Context: an optimization exercise on an open-source flow, tuned for small area and a short achievable clock period. The choices shown serve that exercise and are no tape-out recipe. Only simulation tests tie the RTL to the original design; equivalence was not proved. The clock port is modelled as an ideal driver, which makes a skipped or thinned clock tree look cheaper than it is; a real chip needs a root buffer or a tree.

==> violet: inputs <==
## cmd_check
module cmd_check (
    input  wire        clk,
    input  wire        rst,           
    input  wire        in_valid,
    input  wire [31:0] in_data,       
    input  wire        in_last,       
    input  wire [2:0]  in_nbytes,     
    input  wire        queue_full,    
    input  wire [3:0]  mode,          
    output reg         res_valid,
    output reg         res_proto,     
    output wire [7:0]  res_status,
    output wire [15:0] res_opcode,
    output wire [15:0] res_tag,
    output wire        res_prio
);
export LEC_CHECK = 0
export CAP_MARGIN = 20
export CORE_MARGIN = 2
export CORE_UTILIZATION = 70
export SLEW_MARGIN = 20
create_clock -name core_clock -period 12.0 [get_ports {clk}]
standard.sh (not shown) runs the stock make flow with config.mk's settings and CLKGATE_MAP_FILE= SYNTH_SCRIPT=/design/flow/synth_recipe.tcl, a recipe that flattens the netlist after the stock synthesis.
==> flow/flow/run.sh <==
#!/bin/bash
# Own layout flow: the standard layout (standard.sh), with
# - the clock tree rebuilt after clock tree synthesis as one level of
#   clkbuf_16 buffers, each driving a group of nearby flip-flops, all four
#   driven from the clock port (flow/clock_tree.tcl, run as ORFS's
#   POST_CTS_TCL hook);
# - ORFS's timing repair after global routing (and after clock tree
#   synthesis) aiming for setup slack well above zero, so that the achieved
#   period comes out short; repair may resize a cell to any footprint;
# - the ports buffered with buf_2 cells.
# The SDC, clock period and every other setting are the standard flow's.
set -euo pipefail
here=$(pwd)
margin=$(cat "$here/flow/setup_margin.txt")
export POST_CTS_TCL="$here/flow/post_cts.tcl"
bash standard.sh "SETUP_SLACK_MARGIN=$margin" "MATCH_CELL_FOOTPRINT=0" \
    "BUFFER_PORTS_ARGS=-buffer_cell sky130_fd_sc_hd__buf_2" \
    "POST_CTS_TCL=$here/flow/post_cts.tcl" finish \
    > "$here/standard_sh.log" 2>&1
Other scripts of this flow, unchanged in this note and not shown: flow/flow/clock_tree.tcl, flow/flow/post_cts.tcl, flow/flow/setup_margin.txt
==> inputs of raven, as changes to violet <==
--- a/flow/config.mk
+++ b/flow/config.mk
@@ -8,4 +8,4 @@
 export CAP_MARGIN = 20
 export CORE_MARGIN = 2
-export CORE_UTILIZATION = 70
+export CORE_UTILIZATION = 60
 export SLEW_MARGIN = 20
==> key figures <==
Final layout
  – Sequential share of cell area: 0.2553
  – Area grow syn2layout: 10.65%

Route
  – DR top layer: met5
  – Via density: 6.354

Worst setup path
  – CP max stage delay: 950 ps

Floorplanning
  – Tap cell count: 176

Timing
  – Max Freq: 309.0 MHz

Run status
  – Status: finished clean
That was violet.
==> key figures <==
Final layout
  – Area grow syn2layout: 11.25%
  – Sequential share of cell area: 0.2541

Floorplanning
  – Tap cell count: 211

Run status
  – Status: finished clean

Route
  – DR top layer: met4
That was raven.

========
==> inputs of v30 <==
==> flow/design.v <==
module cmd_check (
    input  wire        clk,
    input  wire        rst,           
    input  wire        in_valid,
    input  wire [31:0] in_data,       
    input  wire        in_last,       
    input  wire [2:0]  in_nbytes,     
    input  wire        queue_full,    
    input  wire [3:0]  mode,          
    output reg         res_valid,
    output reg         res_proto,     
    output wire [7:0]  res_status,
    output wire [15:0] res_opcode,
    output wire [15:0] res_tag,
    output wire        res_prio
);
    localparam [7:0] ST_OK             = 8'h00;
    localparam [7:0] ST_BAD_OPCODE     = 8'h10;
    localparam [7:0] ST_BAD_LENGTH     = 8'h11;
    localparam [7:0] ST_LENGTH_EXCEEDS = 8'h12;
    localparam [7:0] ST_BAD_CRC        = 8'h13;
    localparam [7:0] ST_OUT_OF_RANGE   = 8'h15;
    localparam [7:0] ST_WRONG_MODE     = 8'h20;
    localparam [7:0] ST_QUEUE_FULL     = 8'h31;
    function [15:0] crc16_byte(input [15:0] crc, input [7:0] b);
        integer k;
        reg [15:0] c;
        begin
            c = crc ^ {b, 8'h00};
            for (k = 0; k < 8; k = k + 1)
                c = c[15] ? ((c << 1) ^ 16'h1021) : (c << 1);
            crc16_byte = c;
        end
    endfunction
    function [31:0] crc32_byte(input [31:0] crc, input [7:0] b);
        integer k;
        reg [31:0] c;
        begin
            c = crc ^ {24'h0, b};
            for (k = 0; k < 8; k = k + 1)
                c = c[0] ? ((c >> 1) ^ 32'hEDB88320) : (c >> 1);
            crc32_byte = c;
        end
    endfunction
    function op_known(input [15:0] op);
        case (op)
            16'h0001, 16'h0002, 16'h0003,
            16'h0101, 16'h0110, 16'h0111, 16'h0120, 16'h0130,
            16'h0201, 16'h0202, 16'h0203,
            16'h0301, 16'h0310, 16'h0311, 16'h0312, 16'h0313, 16'h0320,
            16'h0401, 16'h0402, 16'h0410, 16'h0411,
            16'h0501, 16'h0502, 16'h0510,
            16'h0601, 16'h0602, 16'h0603, 16'h0604, 16'h0605, 16'h0606, 16'h0607,
            16'h0701, 16'h0702, 16'h0703,
            16'h0801, 16'h0802,
            16'h0901, 16'h0902: op_known = 1'b1;
            default:            op_known = 1'b0;
        endcase
    endfunction
    function len_ok(input [15:0] op, input [15:0] len);
        case (op)
            16'h0001, 16'h0002, 16'h0120, 16'h0130, 16'h0311, 16'h0501,
            16'h0603, 16'h0604, 16'h0702, 16'h0801:
                len_ok = (len == 16'd0);
            16'h0101, 16'h0110, 16'h0111, 16'h0313, 16'h0401, 16'h0605,
            16'h0606, 16'h0607, 16'h0703, 16'h0902:
                len_ok = (len == 16'd4);
            16'h0203, 16'h0402, 16'h0411, 16'h0502, 16'h0510, 16'h0701,
            16'h0802:
                len_ok = (len == 16'd8);
            16'h0312: len_ok = (len == 16'd12);
            16'h0901: len_ok = (len == 16'd20);
            16'h0410: len_ok = (len == 16'd44);
            16'h0601: len_ok = (len == 16'd260);
            16'h0003: len_ok = (len <= 16'd4092);
            16'h0201: len_ok = (len >= 16'd8)  && (len <= 16'd4084);
            16'h0202: len_ok = (len >= 16'd8)  && (len <= 16'd1032);
            16'h0301: len_ok = (len >= 16'd6)  && (len <= 16'd2050);
            16'h0310: len_ok = (len >= 16'd4)  && (len <= 16'd4096);
            16'h0320: len_ok = (len >= 16'd14) && (len <= 16'd24);
            16'h0602: len_ok = (len >= 16'd13) && (len <= 16'd4096);
            default:  len_ok = 1'b0;
        endcase
    endfunction
    function mode_ok(input [15:0] op, input [3:0] md);
        reg [7:0] allowed;    
        reg       all_kind;   
        begin
            all_kind = 1'b0;
            case (op)
                16'h0001, 16'h0002, 16'h0003, 16'h0130, 16'h0501, 16'h0502,
                16'h0510, 16'h0601, 16'h0602, 16'h0603, 16'h0604, 16'h0606,
                16'h0607: begin
                    allowed = 8'b1111_1111; all_kind = 1'b1;
                end
                16'h0201, 16'h0202, 16'h0203, 16'h0301, 16'h0310, 16'h0311,
                16'h0312, 16'h0313, 16'h0801, 16'h0802: begin
                    allowed = 8'b1111_1101; all_kind = 1'b1;
                end
                16'h0101, 16'h0111, 16'h0702: allowed = 8'b0111_1100;
                16'h0110:                     allowed = 8'b0000_1000;
                16'h0120:                     allowed = 8'b0100_0000;
                16'h0320, 16'h0701, 16'h0901: allowed = 8'b0001_0000;
                16'h0401, 16'h0402, 16'h0410, 16'h0411, 16'h0902:
                                              allowed = 8'b0011_1100;
                16'h0605, 16'h0703:           allowed = 8'b0001_1100;
                default:                      allowed = 8'b0000_0000;
            endcase
            if (md > 4'd7)
                mode_ok = 1'b0;
            else if (md == 4'd0)
                mode_ok = all_kind && (op[15:8] == 8'h00);
            else if (md == 4'd1)
                mode_ok = allowed[1] && (op[15:8] == 8'h00 || op[15:8] == 8'h05 ||
                                         op[15:8] == 8'h06);
            else
                mode_ok = allowed[md[2:0]];
        end
    endfunction
    reg        v1, l1, q1, rst1;
    reg [2:0]  nb1;
    reg [3:0]  m1;
    reg [31:0] d1;
    always @(posedge clk) begin
        rst1 <= rst;
        v1   <= in_valid;
        l1   <= in_last;
        nb1  <= in_nbytes;
        q1   <= queue_full;
        m1   <= mode;
        d1   <= in_data;
    end
    wire v = v1 & ~rst1;      
    localparam [2:0] S_H0 = 3'd0, S_H1 = 3'd1, S_H2 = 3'd2,
                     S_FULL = 3'd4, S_PART = 3'd5, S_DONE = 3'd6;
    reg [2:0]  st;
    reg [10:0] cnt;           
    reg [1:0]  r;             
    reg [15:0] op_r, tag_r;   
    reg        prio_r;
    reg        over_r;        
    reg        vrf_r;         
    reg        lenok_r;       
    reg        hok_r;         
    reg        cok_r;         
    reg [15:0] c16;           
    reg [31:0] c32;           
    reg [4:0]  stat_r;        
    wire in_pay  = st[2];
    wire h0      = (st == S_H0);
    wire h1      = (st == S_H1);
    wire h2      = (st == S_H2);
    wire full    = (st == S_FULL);
    wire part    = (st == S_PART);
    wire done    = (st == S_DONE);
    wire cnt0    = (cnt == 11'd0);
    wire [15:0] c16_in = h0 ? 16'hFFFF : c16;
    wire [15:0] c16_y  = crc16_byte(crc16_byte(c16_in, d1[7:0]), d1[15:8]);
    wire [15:0] c16_z  = crc16_byte(crc16_byte(c16_y, d1[23:16]), d1[31:24]);
    wire        hok_now = (c16_y == d1[31:16]);
    wire [3:0]  lanes  = !part ? 4'b1111 :
                         (r == 2'd1) ? 4'b0001 :
                         (r == 2'd2) ? 4'b0011 : 4'b0111;
    wire [31:0] c32_x  = c32 ^ (d1 & {{8{lanes[3]}}, {8{lanes[2]}},
                                      {8{lanes[1]}}, {8{lanes[0]}}});
    wire [31:0] c32_n  = crc32_byte(crc32_byte(crc32_byte(crc32_byte(
                             c32_x, 8'h00), 8'h00), 8'h00), 8'h00);
    wire [31:0] c32_k  = (r == 2'd0) ? 32'hFFFFFFFF :
                         (r == 2'd1) ? 32'h00BE26ED :
                         (r == 2'd2) ? 32'hBE26ED00 : 32'h2DFD1072;
    wire        cok_now   = (c32_x == c32_k);
    wire        last_full = full & cnt0 & (r == 2'd0);
    wire        crc_end   = last_full | part;    
    wire [15:0] len_in  = d1[31:16];
    wire        hdr_cpl = in_pay | (h2 & nb1[2]);
    wire        hok     = h2 ? hok_now : hok_r;
    wire        vrf     = h2 ? (vrf_r & (d1[15:0] == 16'h0000)) : vrf_r;
    wire        len6    = done | (last_full & nb1[2]) |
                          (part & (nb1[2] | (nb1[1:0] >= r)));
    wire        cok     = done ? cok_r : cok_now;
    wire        good    = hdr_cpl & hok;
    reg [7:0] status;
    always @(*) begin
        if (!hok)                       status = ST_BAD_CRC;
        else if (over_r)                status = ST_LENGTH_EXCEEDS;
        else if (q1)                    status = ST_QUEUE_FULL;
        else if (!vrf)                  status = ST_OUT_OF_RANGE;
        else if (!in_pay || !len6)      status = ST_BAD_LENGTH;
        else if (!cok)                  status = ST_BAD_CRC;
        else if (!op_known(op_r))       status = ST_BAD_OPCODE;
        else if (!lenok_r)              status = ST_BAD_LENGTH;
        else if (!mode_ok(op_r, m1))    status = ST_WRONG_MODE;
        else                            status = ST_OK;
    end
    always @(posedge clk) begin
        if (rst1)
            st <= S_H0;
        else if (v) begin
            if (l1)
                st <= S_H0;
            else case (st)
                S_H0:    st <= S_H1;
                S_H1:    st <= S_H2;
                S_H2:    st <= S_FULL;
                S_FULL:  st <= !cnt0 ? S_FULL : (r == 2'd0) ? S_DONE : S_PART;
                default: st <= S_DONE;
            endcase
        end
        if (v & h1) begin
            cnt     <= len_in[12:2];
            r       <= len_in[1:0];
            over_r  <= (len_in > 16'd4096);
            lenok_r <= len_ok(op_r, len_in);
            prio_r  <= d1[0];
            vrf_r   <= (d1[15:8] == 8'h01) && (d1[7:1] == 7'h00);
        end else if (v & full)
            cnt <= cnt - 11'd1;
        if (v & h2) begin
            vrf_r <= vrf;
            hok_r <= hok_now;
        end
        if (v & (h0 | h1))
            c16 <= c16_z;
        if (!in_pay)
            c32 <= 32'hFFFFFFFF;
        else if (v & (full | part))
            c32 <= c32_n;
        if (v & crc_end)
            cok_r <= cok_now;
        if (v & l1 & !good) begin
            op_r   <= 16'h0000;
            tag_r  <= 16'h0000;
            prio_r <= 1'b0;
        end else if (v & h0) begin
            op_r  <= d1[15:0];
            tag_r <= d1[31:16];
        end
        res_valid <= v & l1 & ~rst;
        res_proto <= !hdr_cpl;
        stat_r    <= hdr_cpl ? {status[5], status[4], status[2:0]} : 5'd0;
    end
    assign res_status = {2'b00, stat_r[4], stat_r[3], 1'b0, stat_r[2:0]};
    assign res_opcode = op_r;
    assign res_tag    = tag_r;
    assign res_prio   = prio_r;
endmodule
==> flow/run.sh <==
#!/bin/bash
# synth_recipe.tcl (not shown) runs the flow's synth.tcl, then flattens the netlist and writes it again
# the make line also repeats each setting of config.mk as NAME=value (left out here)
make -C /OpenROAD-flow-scripts/flow DESIGN_CONFIG=/design/flow/config.mk WORK_HOME=/design/flow/orfs CLKGATE_MAP_FILE= SYNTH_SCRIPT=/design/flow/synth_recipe.tcl finish
==> flow/config.mk <==
export PLATFORM = sky130hd
export DESIGN_NAME = cmd_check
export DESIGN_NICKNAME = cmd_check
export VERILOG_FILES = /design/flow/design.v
export SDC_FILE = /design/flow/constraint.sdc
export NUM_CORES = 4
export LEC_CHECK = 0
export CAP_MARGIN = 90
export CORE_MARGIN = 2
export CORE_UTILIZATION = 40
export SLEW_MARGIN = 90
==> flow/constraint.sdc <==
create_clock -name core_clock -period 12.0 [get_ports {clk}]
set_input_delay 2.4000 -clock core_clock [delete_from_list [all_inputs] [get_ports {clk}]]
set_output_delay 2.4000 -clock core_clock [all_outputs]
set_load 0.01 [all_outputs]
==> v31 (differences from v30) <==
CAP_MARGIN = 20   (was 90)
SLEW_MARGIN = 20   (was 90)
==> results.txt <==
| item | v30 | v31 |
|---|---|---|
| Sequential cell area fraction in the yosys report | 29.3% | 29.3% |
| Cell type with the highest aggregate area in the netlist | dfxtp_1 | dfxtp_1 |
| Post-cts gate resize count | 0 | 0 |
| Most numerous cell in the Yosys netlist | xnor2_1 | xnor2_1 |
| Area after detailed placement | 0.0249 sq mm | 0.0128 sq mm |
| Largest buffer count on any clock path | 2 | 2 |
| Final estimated routing congestion in global placement | 0.932 | 0.932 |
| Std cell rows | 62 | 62 |
| Effective utilization at floorplan | 40.5% | 40.5% |
| Run status | did not finish | timing/DRC/antenna clean |
| Failing step | 5_1_grt | - |
| CTS sink cnt | 152 | 152 |
| Fraction of the mapped netlist area in compound gates | 9.19% | 9.19% |
| Number of placed instances with taps included | 2543 | 1622 |
| Synth Area in Adders | 0.975% | 0.975% |
| Mapped Cells | 1194 | 1194 |
| Area share of xor/xnor cells in the synthesized design | 39.2% | 39.2% |
| Synth async-reset ratio | 0% | 0% |
| Total half-perimeter wirelength after legalization and detailed placement | 60200 microns | 27100 microns |
| Post-synth top flop | dfxtp_1 | dfxtp_1 |
| Root buf cell | clkbuf_16 | clkbuf_16 |
| Post-Synthesis Mean Instance Area | 9.67 sq um | 9.67 sq um |
| Total number of yosys warnings | 1 | 1 |
| Number of distinct library cell variants in the gate-level netlist after synthesis | 74 | 74 |
| Worst slack after detailed placement | 840 ps | 7220 ps |
| Simple-Gate Fraction of Synth Area | 18.0% | 18.0% |
| Post-CTS Hold Buffers | 0 | 0 |

==> afterwards: timing with drivers on the ports <==
How much do the figures lean on ideal ports? The routed layouts below were timed once more, with nothing changed but the port constraints. Step 1: set_driving_cell puts a clkbuf_16 on clk and a buf_2 on each other input, an assumption about the parent block. Step 2, shift: input delay + t, output delay - t, t = (earliest + latest rising clock arrival at the registers) / 2. This alone moves slack from input paths to output paths. a / b / c = ideal / step 1 / step 2; a / b = the first two.
| run | t (ns) | setup WS [ns] | worst hold slack (ns) |
|---|---|---|---|
| violet | 0.249 | 8.763 / 8.751 / 8.616 | 0.444 / 0.444 / 0.444 |
| raven | 0.255 | 8.802 / 8.748 / 8.615 | 0.435 / 0.435 / 0.435 |
| v31 | 0.480 | 7.109 / 7.109 / 7.109 | 0.453 / 0.453 / 0.453 |
After both steps every run listed still meets setup and hold. For raven, which loses most, drivers alone change the setup slack by -0.054 ns; drivers and shift together by -0.187 ns.
